This is an optimization exercise on Yosys and OpenROAD, whose aim is small area, not a production implementation. Only simulation tests tie the RTL to the original design; equivalence was not proved. No activity file was given, so power comes from the tool's default toggle rates.

Design hx_gen_chain, start of the top module:
module hx_gen_chain (
    input  wire               clk,
    input  wire               rst,           
    input  wire               cfg_load,      
    input  wire [1:0]         cfg_order,     
    input  wire [3:0]         cfg_rate,      
    input  wire               mod_valid,
    input  wire signed [3:0]  mod_in,
    output wire               fine_valid,
    output wire signed [73:0] fine_data,
    output wire               fine_h,
    output wire               fine_o,
    output wire               coarse_valid,
    output wire signed [10:0] coarse_data,
    output wire               coarse_o
);
Size: about 1,900 cells after synthesis, roughly 25,000 µm² of cells after synthesis.
Settings: LEC_CHECK=0, CAP_MARGIN=20, CORE_MARGIN=2, CORE_UTILIZATION=78, CTS_BUF_LIST=sky130_fd_sc_hd__clkbuf_8, CTS_CLUSTER_DIAMETER=60, CTS_CLUSTER_SIZE=18, PLACE_DENSITY=0.8, SLEW_MARGIN=20; clock period 10.0 ns.
standard.sh (not shown) runs the stock make flow with config.mk's settings and CLKGATE_MAP_FILE= SYNTH_SCRIPT=/design/flow/synth_recipe.tcl, a recipe that flattens the netlist after the stock synthesis.
==> flow/flow/run.sh <==
#!/bin/bash
# The standard layout (standard.sh), with one change: the buffers that
# buffer_ports puts on every input and output port are the platform's smallest
# buffer cell instead of the one buffer_ports picks by default.
set -euo pipefail
export BUFFER_PORTS_ARGS="-buffer_cell sky130_fd_sc_hd__buf_1"
bash standard.sh > standard_flow.log 2>&1
==> next run, changes <==
--- a/flow/design.v
+++ b/flow/design.v
@@ -102,15 +102,15 @@
     reg       uact;        
     reg [3:0] idone;       
     reg       rpend;       
     reg       dstep;       
     wire zero  = zf;
     wire q_n1  = (q == n_ord - 3'd1);                         
     wire q_n   = (q == ((n_ord == 3'd5) ? 3'd0 : n_ord));     
-    wire st1   = pend && !yhold && (q == 3'd0);
+    wire st1   = pend && !yhold && !uact && (q == 3'd0);
     wire slot  = !idone[cq];                                   
     wire defer = ip && q_n1 && slot && !plast && !dstep;
     wire at_n  = q_n1 && ((ip && !defer) || dstep);           
     wire trig  = plast && at_n;
     wire dump  = pfirst && at_n;
     wire ustart = yhold && q_n && (cq == 2'd1 - n_ord[1:0]);  
     wire urest = uact;
@@ -161,81 +161,77 @@
             dstep  <= defer || (dstep && !q_n1);
             if (dump)
                 idone <= 4'h0;
             else if (inj)
                 idone[cq] <= 1'b1;
         end
     end
-    localparam NC = 5;
-    wire [1:0] iop = st1 ? 2'd3 : ((ip && !defer) || at_n) ? 2'd2 : inj ? 2'd1 : 2'd0;
-    wire [1:0] cop = zero ? 2'd3 : ustart ? 2'd2 : urest ? 2'd1 : 2'd0;
-    wire [NC-1:0] ctl0 = {iop, dump, cop};
+    localparam NC = 4;
+    wire [2:0] op0 = zero ? 3'd6 : ustart ? 3'd4 : urest ? 3'd5 : st1 ? 3'd3 :
+                     ((ip && !defer) || at_n) ? 3'd2 : inj ? 3'd1 : 3'd0;
+    wire [NC-1:0] ctl0 = {op0, dump};
     reg  [NC-1:0] ctl_d [1:ND-1];
     integer k;
     always @(posedge clk) begin
         ctl_d[1] <= ctl0;
         for (k = 2; k <= ND - 1; k = k + 1)
             ctl_d[k] <= ctl_d[k-1];
     end
     assign fine_valid = rpend && q_n1;
     reg  [W-1:0] ir0, ir1, ir2, ir3, ir4;      
     reg  [W-1:0] cr0, cr1, cr2, cr3;           
-    wire [W-1:0] isum, csum;
-    wire [ND-1:0] ico, cco;                    
+    wire [W-1:0] isum;
+    wire [W-1:0] iw, cw;                       
+    wire [ND-1:0] ico;                         
     wire [W-1:0] xs = {{(W-DW){xsg}}, {(DW-4){xr[3]}}, xr};
     genvar j, b;
     generate
         for (j = 0; j < ND; j = j + 1) begin : dg
             localparam LO = j * DW;
             localparam HI = (j == ND - 1) ? W - 1 : j * DW + DW - 1;
             localparam WD = HI - LO + 1;
             wire [NC-1:0] ctl = (j == 0) ? ctl0 : ctl_d[j];
-            wire i_x = (ctl[4:3] == 2'd3), i_r = (ctl[4:3] == 2'd2), i_c = (ctl[4:3] == 2'd1);
-            wire c_f = (ctl[1:0] == 2'd2), c_r = (ctl[1:0] == 2'd1), c_z = (ctl[1:0] == 2'd3);
-            wire i_z = c_z | ctl[2];
-            wire [WD-1:0] ia = i_z ? {WD{1'b0}} : ir0[HI:LO];
-            wire [WD-1:0] ib = i_x ? xs[HI:LO] :
-                               i_r ? ir4[HI:LO] :
-                               i_c ? ~cr0[HI:LO] : {WD{1'b0}};
+            wire [2:0] op = ctl[3:1];
+            wire o_c = (op == 3'd1), o_r = (op == 3'd2), o_x = (op == 3'd3);
+            wire o_f = (op == 3'd4), o_u = (op == 3'd5), o_z = (op == 3'd6);
+            wire upd = o_f | o_u;
+            wire i_z = o_z | ctl[0];
+            wire [WD-1:0] ia = upd ? cr0[HI:LO] : (i_z ? {WD{1'b0}} : ir0[HI:LO]);
+            wire [WD-1:0] ib = o_x ? xs[HI:LO] :
+                               (o_r | o_f) ? ir4[HI:LO] :
+                               o_c ? ~cr0[HI:LO] :
+                               o_u ? cr3[HI:LO] : {WD{1'b0}};
             wire [WD:0]   ic;
-            wire [WD-1:0] ca = c_z ? {WD{1'b0}} : cr0[HI:LO];
-            wire [WD-1:0] cb = c_f ? ir4[HI:LO] : (c_r ? cr3[HI:LO] : {WD{1'b0}});
-            wire [WD:0]   cc;
             if (j == 0) begin : c0
-                assign ic[0] = i_c;
-                assign cc[0] = 1'b0;
+                assign ic[0] = o_c;
             end else begin : cj
-                reg icr, ccr;
-                always @(posedge clk) begin
+                reg icr;
+                always @(posedge clk)
                     icr <= ico[j-1];
-                    ccr <= cco[j-1];
-                end
                 assign ic[0] = icr;
-                assign cc[0] = ccr;
             end
             for (b = 0; b < WD; b = b + 1) begin : bt
                 assign isum[LO+b]  = ia[b] ^ ib[b] ^ ic[b];
                 assign ic[b+1]     = (ia[b] & ib[b]) | (ia[b] & ic[b]) | (ib[b] & ic[b]);
-                assign csum[LO+b]  = ca[b] ^ cb[b] ^ cc[b];
-                assign cc[b+1]     = (ca[b] & cb[b]) | (ca[b] & cc[b]) | (cb[b] & cc[b]);
             end
             assign ico[j] = ic[WD];
-            assign cco[j] = cc[WD];
+            assign iw[HI:LO] = upd ? ir0[HI:LO] : isum[HI:LO];
+            assign cw[HI:LO] = upd ? isum[HI:LO] : (o_z ? {WD{1'b0}} : cr0[HI:LO]);
         end
     endgenerate
     always @(posedge clk) begin
         ir0 <= ir1;
         ir1 <= ir2;
         ir2 <= ir3;
         ir3 <= ir4;
-        ir4 <= isum;
+        ir4 <= iw;
         cr0 <= cr1;
         cr1 <= cr2;
         cr2 <= cr3;
-        cr3 <= csum;
+        cr3 <= cw;
     end
     assign fine_data = {ir4[73:60], ir3[59:45], ir2[44:30], ir1[29:15], ir0[14:0]};
     reg [3:0]  wc;
     reg        cvp;
     reg [10:0] cacc;
     wire [3:0] wgt = (cpos ^ {4{cpos[3]}}) + 4'd1;
     always @(posedge clk) begin
The changed run ran to the end with no violations.
Power came out lower by 8.4%.
Via count came out higher by 15%.
Maximum frequency came out lower by 4.0%.
Setup slack is worse by 0.37 ns.
Global-route usage came out higher by 1.0 points.
Cell area came out lower by 0.31%.

========
The RTL this note starts from:
==> flow/design.v <==
module hx_gen_chain (
    input  wire               clk,
    input  wire               rst,           
    input  wire               cfg_load,      
    input  wire [1:0]         cfg_order,     
    input  wire [3:0]         cfg_rate,      
    input  wire               mod_valid,
    input  wire signed [3:0]  mod_in,
    output wire               fine_valid,
    output wire signed [73:0] fine_data,
    output wire               fine_h,
    output wire               fine_o,
    output wire               coarse_valid,
    output wire signed [10:0] coarse_data,
    output wire               coarse_o
);
    localparam W  = 74;
    localparam ND = 5;                     
    localparam DW = 15;                    
    reg [1:0] order_q;
    reg [3:0] rate_q;
    wire      cfg_ok = (cfg_order != 2'd3) && (cfg_rate <= 4'd10);
    wire      clear  = rst || (cfg_load && cfg_ok);
    always @(posedge clk) begin
        if (rst) begin
            order_q <= 2'd0;
            rate_q  <= 4'd7;
        end else if (cfg_load && cfg_ok) begin
            order_q <= cfg_order;
            rate_q  <= cfg_rate;
        end
    end
    wire [2:0]  n_ord  = {1'b0, order_q} + 3'd3;
    wire [13:0] r_mask;                                                  
    genvar mb;
    generate
        for (mb = 0; mb < 14; mb = mb + 1) begin : msk
            if (mb < 4) begin : lo
                assign r_mask[mb] = 1'b1;
            end else begin : hi
                assign r_mask[mb] = (rate_q >= mb - 3);
            end
        end
    endgenerate
    reg [13:0] phase;      
    reg [3:0]  run_len;    
    reg        run_neg;    
    reg [2:0]  age;        
    reg        pos_ok;     
    reg [2:0]  nblk;       
    reg        c_ovl;      
    wire is_pos = (mod_in == 4'sd7);
    wire is_neg = (mod_in == -4'sd8);
    wire is_ext = is_pos || is_neg;
    wire [3:0] run_next = !is_ext                                 ? 4'd0 :
                          (run_len != 4'd0 && run_neg == is_neg) ?
                              (run_len == 4'd8 ? 4'd8 : run_len + 4'd1) : 4'd1;
    wire ovl_now  = run_next[3];
    wire [13:0] pm      = phase & r_mask;        
    wire pm_hi0         = ~|pm[13:1];
    wire blk_first      = pm_hi0 & ~pm[0];
    wire pm_one         = pm_hi0 & pm[0];
    wire blk_last       = &(phase | ~r_mask);
    wire pos_ge_n       = (|pm[13:3]) || (pm[2:0] >= n_ord - 3'd1);
    wire [3:0] cpos     = phase[3:0];
    always @(posedge clk) begin
        if (clear) begin
            phase   <= 14'd0;
            run_len <= 4'd0;
            run_neg <= 1'b0;
            age     <= 3'd7;
            pos_ok  <= 1'b0;
            nblk    <= 3'd0;
            c_ovl   <= 1'b0;
        end else if (mod_valid) begin
            phase   <= phase + 14'd1;
            run_len <= run_next;
            run_neg <= is_neg;
            if (ovl_now) begin
                age    <= 3'd0;
                pos_ok <= pos_ge_n;
            end else if (blk_first && age != 3'd7) begin
                age    <= age + 3'd1;
            end
            if (blk_last && nblk != 3'd7)
                nblk <= nblk + 3'd1;
            c_ovl   <= ovl_now || (c_ovl && cpos != 4'd0);
        end
    end
    assign fine_h   = (nblk < n_ord);
    assign fine_o   = (age <= n_ord - 3'd2) || (age == n_ord - 3'd1 && pos_ok);
    assign coarse_o = c_ovl;
    reg [2:0] q;           
    reg [1:0] cq;          
    reg       zf;          
    reg [3:0] xr;          
    reg       pend;        
    reg       ip;          
    reg       pfirst;      
    reg       plast;       
    reg       yhold;       
    reg       uact;        
    reg [3:0] idone;       
    reg       rpend;       
    reg       dstep;       
    wire zero  = zf;
    wire q_n1  = (q == n_ord - 3'd1);                         
    wire q_n   = (q == ((n_ord == 3'd5) ? 3'd0 : n_ord));     
    wire st1   = pend && !yhold && !uact && (q == 3'd0);
    wire slot  = !idone[cq];                                   
    wire defer = ip && q_n1 && slot && !plast && !dstep;
    wire at_n  = q_n1 && ((ip && !defer) || dstep);           
    wire trig  = plast && at_n;
    wire dump  = pfirst && at_n;
    wire ustart = yhold && q_n && (cq == 2'd1 - n_ord[1:0]);  
    wire urest = uact;
    wire inj   = q_n1 && slot && !at_n;
    reg       xsg;         
    always @(posedge clk) begin
        if (mod_valid)
            xr <= mod_in;
        if (st1)
            xsg <= xr[3];
    end
    always @(posedge clk) begin
        if (clear)
            q  <= 3'd0;
        else
            q  <= (q == 3'd4) ? 3'd0 : q + 3'd1;
        if (rst)
            cq <= 2'd0;
        else
            cq <= cq + 2'd1;
    end
    always @(posedge clk) begin
        if (clear) begin
            zf     <= 1'b1;
            pend   <= 1'b0;
            ip     <= 1'b0;
            pfirst <= 1'b0;
            plast  <= 1'b0;
            yhold  <= 1'b0;
            uact   <= 1'b0;
            idone  <= 4'hf;
            rpend  <= 1'b0;
            dstep  <= 1'b0;
        end else begin
            if (q == 3'd4)
                zf <= 1'b0;
            pend   <= mod_valid || (pend && !st1);
            ip     <= st1 || (ip && q != 3'd4);
            if (st1) begin
                pfirst <= pm_one;
                plast  <= blk_first;
            end else if (trig) begin
                plast  <= 1'b0;
            end
            yhold  <= trig || (yhold && !ustart);
            uact   <= (ustart || uact) && (cq != 2'd3);           
            rpend  <= trig || (rpend && !q_n1);
            dstep  <= defer || (dstep && !q_n1);
            if (dump)
                idone <= 4'h0;
            else if (inj)
                idone[cq] <= 1'b1;
        end
    end
    localparam NC = 4;
    wire [2:0] op0 = zero ? 3'd6 : ustart ? 3'd4 : urest ? 3'd5 : st1 ? 3'd3 :
                     ((ip && !defer) || at_n) ? 3'd2 : inj ? 3'd1 : 3'd0;
    wire [NC-1:0] ctl0 = {op0, dump};
    reg  [NC-1:0] ctl_d [1:ND-1];
    integer k;
    always @(posedge clk) begin
        ctl_d[1] <= ctl0;
        for (k = 2; k <= ND - 1; k = k + 1)
            ctl_d[k] <= ctl_d[k-1];
    end
    assign fine_valid = rpend && q_n1;
    reg  [W-1:0] ir0, ir1, ir2, ir3, ir4;      
    reg  [W-1:0] cr0, cr1, cr2, cr3;           
    wire [W-1:0] isum;
    wire [W-1:0] iw, cw;                       
    wire [ND-1:0] ico;                         
    wire [W-1:0] xs = {{(W-DW){xsg}}, {(DW-4){xr[3]}}, xr};
    genvar j, b;
    generate
        for (j = 0; j < ND; j = j + 1) begin : dg
            localparam LO = j * DW;
            localparam HI = (j == ND - 1) ? W - 1 : j * DW + DW - 1;
            localparam WD = HI - LO + 1;
            wire [NC-1:0] ctl = (j == 0) ? ctl0 : ctl_d[j];
            wire [2:0] op = ctl[3:1];
            wire o_c = (op == 3'd1), o_r = (op == 3'd2), o_x = (op == 3'd3);
            wire o_f = (op == 3'd4), o_u = (op == 3'd5), o_z = (op == 3'd6);
            wire upd = o_f | o_u;
            wire i_z = o_z | ctl[0];
            wire [WD-1:0] ia = upd ? cr0[HI:LO] : (i_z ? {WD{1'b0}} : ir0[HI:LO]);
            wire [WD-1:0] ib = o_x ? xs[HI:LO] :
                               (o_r | o_f) ? ir4[HI:LO] :
                               o_c ? ~cr0[HI:LO] :
                               o_u ? cr3[HI:LO] : {WD{1'b0}};
            wire [WD:0]   ic;
            if (j == 0) begin : c0
                assign ic[0] = o_c;
            end else begin : cj
                reg icr;
                always @(posedge clk)
                    icr <= ico[j-1];
                assign ic[0] = icr;
            end
            for (b = 0; b < WD; b = b + 1) begin : bt
                assign isum[LO+b]  = ia[b] ^ ib[b] ^ ic[b];
                assign ic[b+1]     = (ia[b] & ib[b]) | (ia[b] & ic[b]) | (ib[b] & ic[b]);
            end
            assign ico[j] = ic[WD];
            assign iw[HI:LO] = upd ? ir0[HI:LO] : isum[HI:LO];
            assign cw[HI:LO] = upd ? isum[HI:LO] : (o_z ? {WD{1'b0}} : cr0[HI:LO]);
        end
    endgenerate
    always @(posedge clk) begin
        ir0 <= ir1;
        ir1 <= ir2;
        ir2 <= ir3;
        ir3 <= ir4;
        ir4 <= iw;
        cr0 <= cr1;
        cr1 <= cr2;
        cr2 <= cr3;
        cr3 <= cw;
    end
    assign fine_data = {ir4[73:60], ir3[59:45], ir2[44:30], ir1[29:15], ir0[14:0]};
    reg [3:0]  wc;
    reg        cvp;
    reg [10:0] cacc;
    wire [3:0] wgt = (cpos ^ {4{cpos[3]}}) + 4'd1;
    always @(posedge clk) begin
        if (clear) begin
            wc   <= 4'd0;
            cvp  <= 1'b0;
            cacc <= 11'd0;
        end else begin
            if (mod_valid) begin
                wc  <= wgt;
                cvp <= (cpos == 4'd15);
            end else begin
                if (wc != 4'd0)
                    wc <= wc - 4'd1;
                if (wc == 4'd0)
                    cvp <= 1'b0;
            end
            if (coarse_valid)
                cacc <= 11'd0;
            else if (wc != 4'd0)
                cacc <= cacc + {{7{xr[3]}}, xr};
        end
    end
    assign coarse_valid = cvp && (wc == 4'd0);
    assign coarse_data  = cacc;
endmodule
Settings: LEC_CHECK=0, CAP_MARGIN=20, CORE_MARGIN=2, CORE_UTILIZATION=75, CTS_BUF_LIST=sky130_fd_sc_hd__clkbuf_8, CTS_CLUSTER_DIAMETER=60, CTS_CLUSTER_SIZE=18, PLACE_DENSITY=0.85, SLEW_MARGIN=20; clock period 10.0 ns.
Scripts as last shown in full above: flow/flow/run.sh
Then changed:
--- a/flow/design.v
+++ b/flow/design.v
@@ -105,9 +105,9 @@
     reg       dstep;       
     wire zero  = zf;
     wire q_n1  = (q == n_ord - 3'd1);                         
     wire q_n   = (q == ((n_ord == 3'd5) ? 3'd0 : n_ord));     
-    wire st1   = pend && !yhold && !uact && (q == 3'd0);
+    wire st1   = pend && !yhold && (q == 3'd0);
     wire slot  = !idone[cq];                                   
     wire defer = ip && q_n1 && slot && !plast && !dstep;
     wire at_n  = q_n1 && ((ip && !defer) || dstep);           
     wire trig  = plast && at_n;
@@ -164,12 +164,12 @@
             else if (inj)
                 idone[cq] <= 1'b1;
         end
     end
-    localparam NC = 4;
-    wire [2:0] op0 = zero ? 3'd6 : ustart ? 3'd4 : urest ? 3'd5 : st1 ? 3'd3 :
-                     ((ip && !defer) || at_n) ? 3'd2 : inj ? 3'd1 : 3'd0;
-    wire [NC-1:0] ctl0 = {op0, dump};
+    localparam NC = 5;
+    wire [1:0] iop = st1 ? 2'd3 : ((ip && !defer) || at_n) ? 2'd2 : inj ? 2'd1 : 2'd0;
+    wire [1:0] cop = zero ? 2'd3 : ustart ? 2'd2 : urest ? 2'd1 : 2'd0;
+    wire [NC-1:0] ctl0 = {iop, dump, cop};
     reg  [NC-1:0] ctl_d [1:ND-1];
     integer k;
     always @(posedge clk) begin
         ctl_d[1] <= ctl0;
@@ -178,57 +178,61 @@
     end
     assign fine_valid = rpend && q_n1;
     reg  [W-1:0] ir0, ir1, ir2, ir3, ir4;      
     reg  [W-1:0] cr0, cr1, cr2, cr3;           
-    wire [W-1:0] isum;
-    wire [W-1:0] iw, cw;                       
-    wire [ND-1:0] ico;                         
+    wire [W-1:0] isum, csum;
+    wire [ND-1:0] ico, cco;                    
     wire [W-1:0] xs = {{(W-DW){xsg}}, {(DW-4){xr[3]}}, xr};
     genvar j, b;
     generate
         for (j = 0; j < ND; j = j + 1) begin : dg
             localparam LO = j * DW;
             localparam HI = (j == ND - 1) ? W - 1 : j * DW + DW - 1;
             localparam WD = HI - LO + 1;
             wire [NC-1:0] ctl = (j == 0) ? ctl0 : ctl_d[j];
-            wire [2:0] op = ctl[3:1];
-            wire o_c = (op == 3'd1), o_r = (op == 3'd2), o_x = (op == 3'd3);
-            wire o_f = (op == 3'd4), o_u = (op == 3'd5), o_z = (op == 3'd6);
-            wire upd = o_f | o_u;
-            wire i_z = o_z | ctl[0];
-            wire [WD-1:0] ia = upd ? cr0[HI:LO] : (i_z ? {WD{1'b0}} : ir0[HI:LO]);
-            wire [WD-1:0] ib = o_x ? xs[HI:LO] :
-                               (o_r | o_f) ? ir4[HI:LO] :
-                               o_c ? ~cr0[HI:LO] :
-                               o_u ? cr3[HI:LO] : {WD{1'b0}};
+            wire i_x = (ctl[4:3] == 2'd3), i_r = (ctl[4:3] == 2'd2), i_c = (ctl[4:3] == 2'd1);
+            wire c_f = (ctl[1:0] == 2'd2), c_r = (ctl[1:0] == 2'd1), c_z = (ctl[1:0] == 2'd3);
+            wire i_z = c_z | ctl[2];
+            wire [WD-1:0] ia = i_z ? {WD{1'b0}} : ir0[HI:LO];
+            wire [WD-1:0] ib = i_x ? xs[HI:LO] :
+                               i_r ? ir4[HI:LO] :
+                               i_c ? ~cr0[HI:LO] : {WD{1'b0}};
             wire [WD:0]   ic;
+            wire [WD-1:0] ca = c_z ? {WD{1'b0}} : cr0[HI:LO];
+            wire [WD-1:0] cb = c_f ? ir4[HI:LO] : (c_r ? cr3[HI:LO] : {WD{1'b0}});
+            wire [WD:0]   cc;
             if (j == 0) begin : c0
-                assign ic[0] = o_c;
+                assign ic[0] = i_c;
+                assign cc[0] = 1'b0;
             end else begin : cj
-                reg icr;
-                always @(posedge clk)
+                reg icr, ccr;
+                always @(posedge clk) begin
                     icr <= ico[j-1];
+                    ccr <= cco[j-1];
+                end
                 assign ic[0] = icr;
+                assign cc[0] = ccr;
             end
             for (b = 0; b < WD; b = b + 1) begin : bt
                 assign isum[LO+b]  = ia[b] ^ ib[b] ^ ic[b];
                 assign ic[b+1]     = (ia[b] & ib[b]) | (ia[b] & ic[b]) | (ib[b] & ic[b]);
+                assign csum[LO+b]  = ca[b] ^ cb[b] ^ cc[b];
+                assign cc[b+1]     = (ca[b] & cb[b]) | (ca[b] & cc[b]) | (cb[b] & cc[b]);
             end
             assign ico[j] = ic[WD];
-            assign iw[HI:LO] = upd ? ir0[HI:LO] : isum[HI:LO];
-            assign cw[HI:LO] = upd ? isum[HI:LO] : (o_z ? {WD{1'b0}} : cr0[HI:LO]);
+            assign cco[j] = cc[WD];
         end
     endgenerate
     always @(posedge clk) begin
         ir0 <= ir1;
         ir1 <= ir2;
         ir2 <= ir3;
         ir3 <= ir4;
-        ir4 <= iw;
+        ir4 <= isum;
         cr0 <= cr1;
         cr1 <= cr2;
         cr2 <= cr3;
-        cr3 <= cw;
+        cr3 <= csum;
     end
     assign fine_data = {ir4[73:60], ir3[59:45], ir2[44:30], ir1[29:15], ir0[14:0]};
     reg [3:0]  wc;
     reg        cvp;
Setup slack gains 510 ps.
Global-route usage is lower by 0.89 points.
Via count is lower by about 13%.
Routed wire length is lower by 6.1%.
Design area is about the same.
Hold slack hardly moves.
Clock skew stays flat.
Final cell count is lower by about 9%.
Die area stays flat.
Sequential power is higher by about 9%.
Flip-flop and latch count is higher by 8.

-- static timing again, ports no longer ideal --
The results above use ideal ports. As a check the final layouts listed here were re-extracted and re-timed, cells and wires unchanged.
Step 1 sets driving cells, clkbuf_16 on the clock port and buf_2 on the other inputs (assumed; they add their load-dependent delay and slew).
Step 2 moves the port delays by t, midway between the first and last clock arrival at a register: inputs arrive t later, outputs are due t later. That takes back most of the time a late clock gives input paths.
Slacks: no drivers / after step 1 / after step 2; pairs: no drivers / after step 1.
| run | t, ns | setup WS [ns] | clock arrival spread, ns |
|---|---|---|---|
| the first run of note 1 | 0.631 | 1.163 / 1.163 / 1.163 | 0.033 / 0.033 |
| the second run of note 1 | 0.662 | 0.798 / 0.798 / 0.798 | 0.028 / 0.028 |
| the first run of note 2 | 0.660 | 0.847 / 0.847 / 0.847 | 0.032 / 0.032 |
| the second run of note 2 | 0.666 | 1.360 / 1.360 / 1.360 | 0.040 / 0.040 |
After both steps every run listed still meets setup and hold.
